Source: an optimization exercise on an open RTL-to-GDS flow (aim: small area). Production flows keep margins and buffers that such runs may drop.
Function was checked by simulation only, so behaviour that the tests miss may differ from the original.
Power is estimated from default activity; no workload was simulated.

## before
==> flow/design.v (excerpt) <==
module acq_xm16 (
    input  wire          clk,
    input  wire          rst,             
    input  wire          bit_en,          
    input  wire [15:0]   mdat,            
    input  wire [15:0]   ch_en,           
    input  wire          cfg_we,          
    input  wire [3:0]    cfg_ch,
    input  wire [15:0]   cfg_hi,
    input  wire [15:0]   cfg_lo,
    input  wire [4:0]    cfg_count,       
    input  wire [2:0]    cfg_act,         
    input  wire          cfg_inv_trip,
    output wire [415:0]  met_word,        
    output wire [15:0]   ch_invalid,      
    output wire [15:0]   win_raised,      
    output wire [3:0]    acq_prot,        
    output wire          acq_stream       
);
Size in the first run: roughly 7700 cells after synthesis, about 2500 flip-flops, roughly 530 I/O pins.
==> flow/config.mk <==
export PLATFORM = sky130hd
export DESIGN_NAME = acq_xm16
export DESIGN_NICKNAME = acq_xm16
export VERILOG_FILES = /design/flow/design.v
export SDC_FILE = /design/flow/constraint.sdc
export NUM_CORES = 4
export LEC_CHECK = 0
export CAP_MARGIN = 20
export CORE_MARGIN = 2
export CORE_UTILIZATION = 65
export SLEW_MARGIN = 20
==> flow/constraint.sdc <==
create_clock -name core_clock -period 14.0 [get_ports {clk}]
set_input_delay 2.8000 -clock core_clock [delete_from_list [all_inputs] [get_ports {clk}]]
set_output_delay 2.8000 -clock core_clock [all_outputs]
set_load 0.01 [all_outputs]
standard.sh (not shown) runs the stock make flow with config.mk's settings and CLKGATE_MAP_FILE= SYNTH_SCRIPT=/design/flow/synth_recipe.tcl, a recipe that flattens the netlist after the stock synthesis.
==> flow/flow/run.sh <==
#!/bin/bash
# Standard layout (the standard.sh), with two changes:
#  - port buffers are sky130_fd_sc_hd__buf_1 instead of the flow's default
#    buffer (every input and output port still gets its own buffer);
#  - clock tree: larger sink clusters and no dummy loads.
# The full output of the ORFS make run is kept in standard_flow.log; ORFS
# also writes each step's own log under orfs/logs/.
set -euo pipefail
export BUFFER_PORTS_ARGS="-buffer_cell sky130_fd_sc_hd__buf_1"
export CTS_ARGS="-sink_clustering_enable -repair_clock_nets -sink_clustering_size 30 -sink_clustering_max_diameter 70 -dont_use_dummy_load"
bash standard.sh > standard_flow.log 2>&1
Relative to before, the following input files were edited for after:
-- flow/design.v --
<<< before, line 41
    reg [8*1-1:0]  last_q;
    reg [8*8-1:0]  run_q;          
    reg [8*9-1:0]  cnt_q;
    reg [8*4-1:0]  wcnt_q;
    reg [8*1-1:0]  wab_q;
>>> after, line 41
    reg [8*1-1:0]  last_q;
    reg [8*8-1:0]  run_q;          
    reg [8*12-1:0] cnt_q;
    reg [8*4-1:0]  wcnt_q;
    reg [8*1-1:0]  wab_q;
<<< before, line 54
    wire        last_i  = last_q[7];
    wire [7:0]  run_i   = run_q[56 +: 8];
    wire [8:0]  cnt_i   = cnt_q[63 +: 9];
    wire [3:0]  wcnt_i  = wcnt_q[28 +: 4];
    wire        wab_i   = wab_q[7];
>>> after, line 54
    wire        last_i  = last_q[7];
    wire [7:0]  run_i   = run_q[56 +: 8];
    wire [11:0] cnt_i   = cnt_q[84 +: 12];
    wire [3:0]  wcnt_i  = wcnt_q[28 +: 4];
    wire        wab_i   = wab_q[7];
<<< before, line 81
    wire step  = !off && (s_pend || live);
    wire x     = step && (s_pend ? s_x : s_md);
    wire [8:0]  cnt_b  = fresh ? 9'd0  : cnt_i;
    wire [3:0]  wcnt_b = fresh ? 4'd0  : wcnt_i;
    wire [6:0]  pa1_b  = fresh ? 7'd0  : pa1_i;
>>> after, line 81
    wire step  = !off && (s_pend || live);
    wire x     = step && (s_pend ? s_x : s_md);
    wire [11:0] cnt_b  = fresh ? 12'd0 : cnt_i;
    wire [3:0]  wcnt_b = fresh ? 4'd0  : wcnt_i;
    wire [6:0]  pa1_b  = fresh ? 7'd0  : pa1_i;
<<< before, line 90
    wire long_run   = (run_next == 8'hff);
    wire go_invalid = step && !s_inv && long_run;
    wire [11:0] gcnt = s_inv ? {pa1_b[2:0], cnt_b} : {3'd0, cnt_b};
    wire go_valid   = step && s_inv && !long_run && (gcnt == 12'hfff);
    wire [11:0] cnt_n = (go_invalid || go_valid || (s_inv && long_run)) ? 12'd0
                      : (s_inv || cnt_b != 9'h1ff) ? gcnt + 12'd1
                      : gcnt;
    wire prot_settled = (cnt_b[8:5] != 4'd0) || (cnt_b[4:0] == 5'h1f);       
    wire met_settled  = cnt_b[8] && (cnt_b[7] || (cnt_b[6:0] == 7'h7f));     
>>> after, line 90
    wire long_run   = (run_next == 8'hff);
    wire go_invalid = step && !s_inv && long_run;
    wire go_valid   = step && s_inv && !long_run && (cnt_b == 12'hfff);
    wire [11:0] cnt_n = (go_invalid || go_valid || (s_inv && long_run)) ? 12'd0
                      : (s_inv || cnt_b[8:0] != 9'h1ff) ? cnt_b + 12'd1
                      : cnt_b;
    wire prot_settled = (cnt_b[8:5] != 4'd0) || (cnt_b[4:0] == 5'h1f);       
    wire met_settled  = cnt_b[8] && (cnt_b[7] || (cnt_b[6:0] == 7'h7f));     
<<< before, line 103
    wire [7:0] pa0_o = psh ? {1'b0, pa1n} : pa0n;
    wire [8:0] pv   = {x && (pa0n == 8'd0), pa0n};
    wire [6:0] pa1_o = (s_inv || go_invalid)
                       ? {(psh || go_valid) ? 4'd0 : pa1n[6:3], step ? cnt_n[11:9] : pa1_b[2:0]}
                       : psh ? 7'd0 : pa1n;
    wire prot_ok = psh && !s_inv && !go_invalid && prot_settled;
    wire above = pv > u_i;
>>> after, line 102
    wire [7:0] pa0_o = psh ? {1'b0, pa1n} : pa0n;
    wire [8:0] pv   = {x && (pa0n == 8'd0), pa0n};
    wire [6:0] pa1_o = psh ? 7'd0 : pa1n;
    wire prot_ok = psh && !s_inv && !go_invalid && prot_settled;
    wire above = pv > u_i;
<<< before, line 165
        last_q <= {last_q[6:0], step ? x : last_i};
        run_q  <= {run_q[55:0],  step ? run_next : run_i};
        cnt_q  <= {cnt_q[62:0],  step ? cnt_n[8:0] : cnt_b};
        wab_q  <= {wab_q[6:0],   wab_o};
        pa0_q  <= {pa0_q[55:0],  pa0_o};
>>> after, line 162
        last_q <= {last_q[6:0], step ? x : last_i};
        run_q  <= {run_q[55:0],  step ? run_next : run_i};
        cnt_q  <= {cnt_q[83:0],  step ? cnt_n : cnt_b};
        wab_q  <= {wab_q[6:0],   wab_o};
        pa0_q  <= {pa0_q[55:0],  pa0_o};
==> results.txt <==
Re met1 routing resource usage after global routing: after is 1.2 points up on before.
Post-synthesis cell count of after is on par with before.
before and after ended up with roughly the same starting utilization of the core area.
Compared with before, after shows a fraction of the mapped netlist area in compound gates that is 0.17 points lower.
Re sequential element share of the synthesized area: before and after aren't equal, and the higher value belongs to after.
Diff before -> after: number of clock-tree buffers in the layout went up 2; total detailed-routing wirelength higher; total number of cells along the worst setup path lost about 18%.
In terms of floorplan die area, after and before differ only marginally.
For the total design power, after came in about 3.4% higher than before did.

[separate check: timing with driven ports]
No port has a modelled driver above. Below, the same layouts with a new extraction and two added sets of constraints.
Step 1 (the two cells are an assumption about what drives the block):
set clk [get_ports {clk}]
set_driving_cell -lib_cell sky130_fd_sc_hd__clkbuf_16 $clk
set_driving_cell -lib_cell sky130_fd_sc_hd__buf_2 [delete_from_list [all_inputs] $clk]
Step 2 adds t to the input delays and takes it off the output delays; t is the mean of the earliest and latest rising clock arrival at the registers after step 1. Input paths then give back, and output paths get back, about the clock's delay inside the block.
Three values: ideal, step 1, step 2; two values: the first two.
| run | shift t [ns] | setup slack, ns | worst setup path after step 2 | slew at the worst register clock pin (ns) | worst slew at a driven data input, ns |
|---|---|---|---|---|---|
| before | 0.786 | 1.227 / 1.155 / 0.369 | input to register | 0.11 / 0.11 | 0.18 |
| after | 0.804 | 1.319 / 1.375 / 0.571 | input to register | 0.11 / 0.11 | 0.14 |
After both steps setup and hold are still met in every run listed. For before, which loses most, drivers alone change the setup slack by -0.072 ns; drivers and shift together by -0.858 ns.
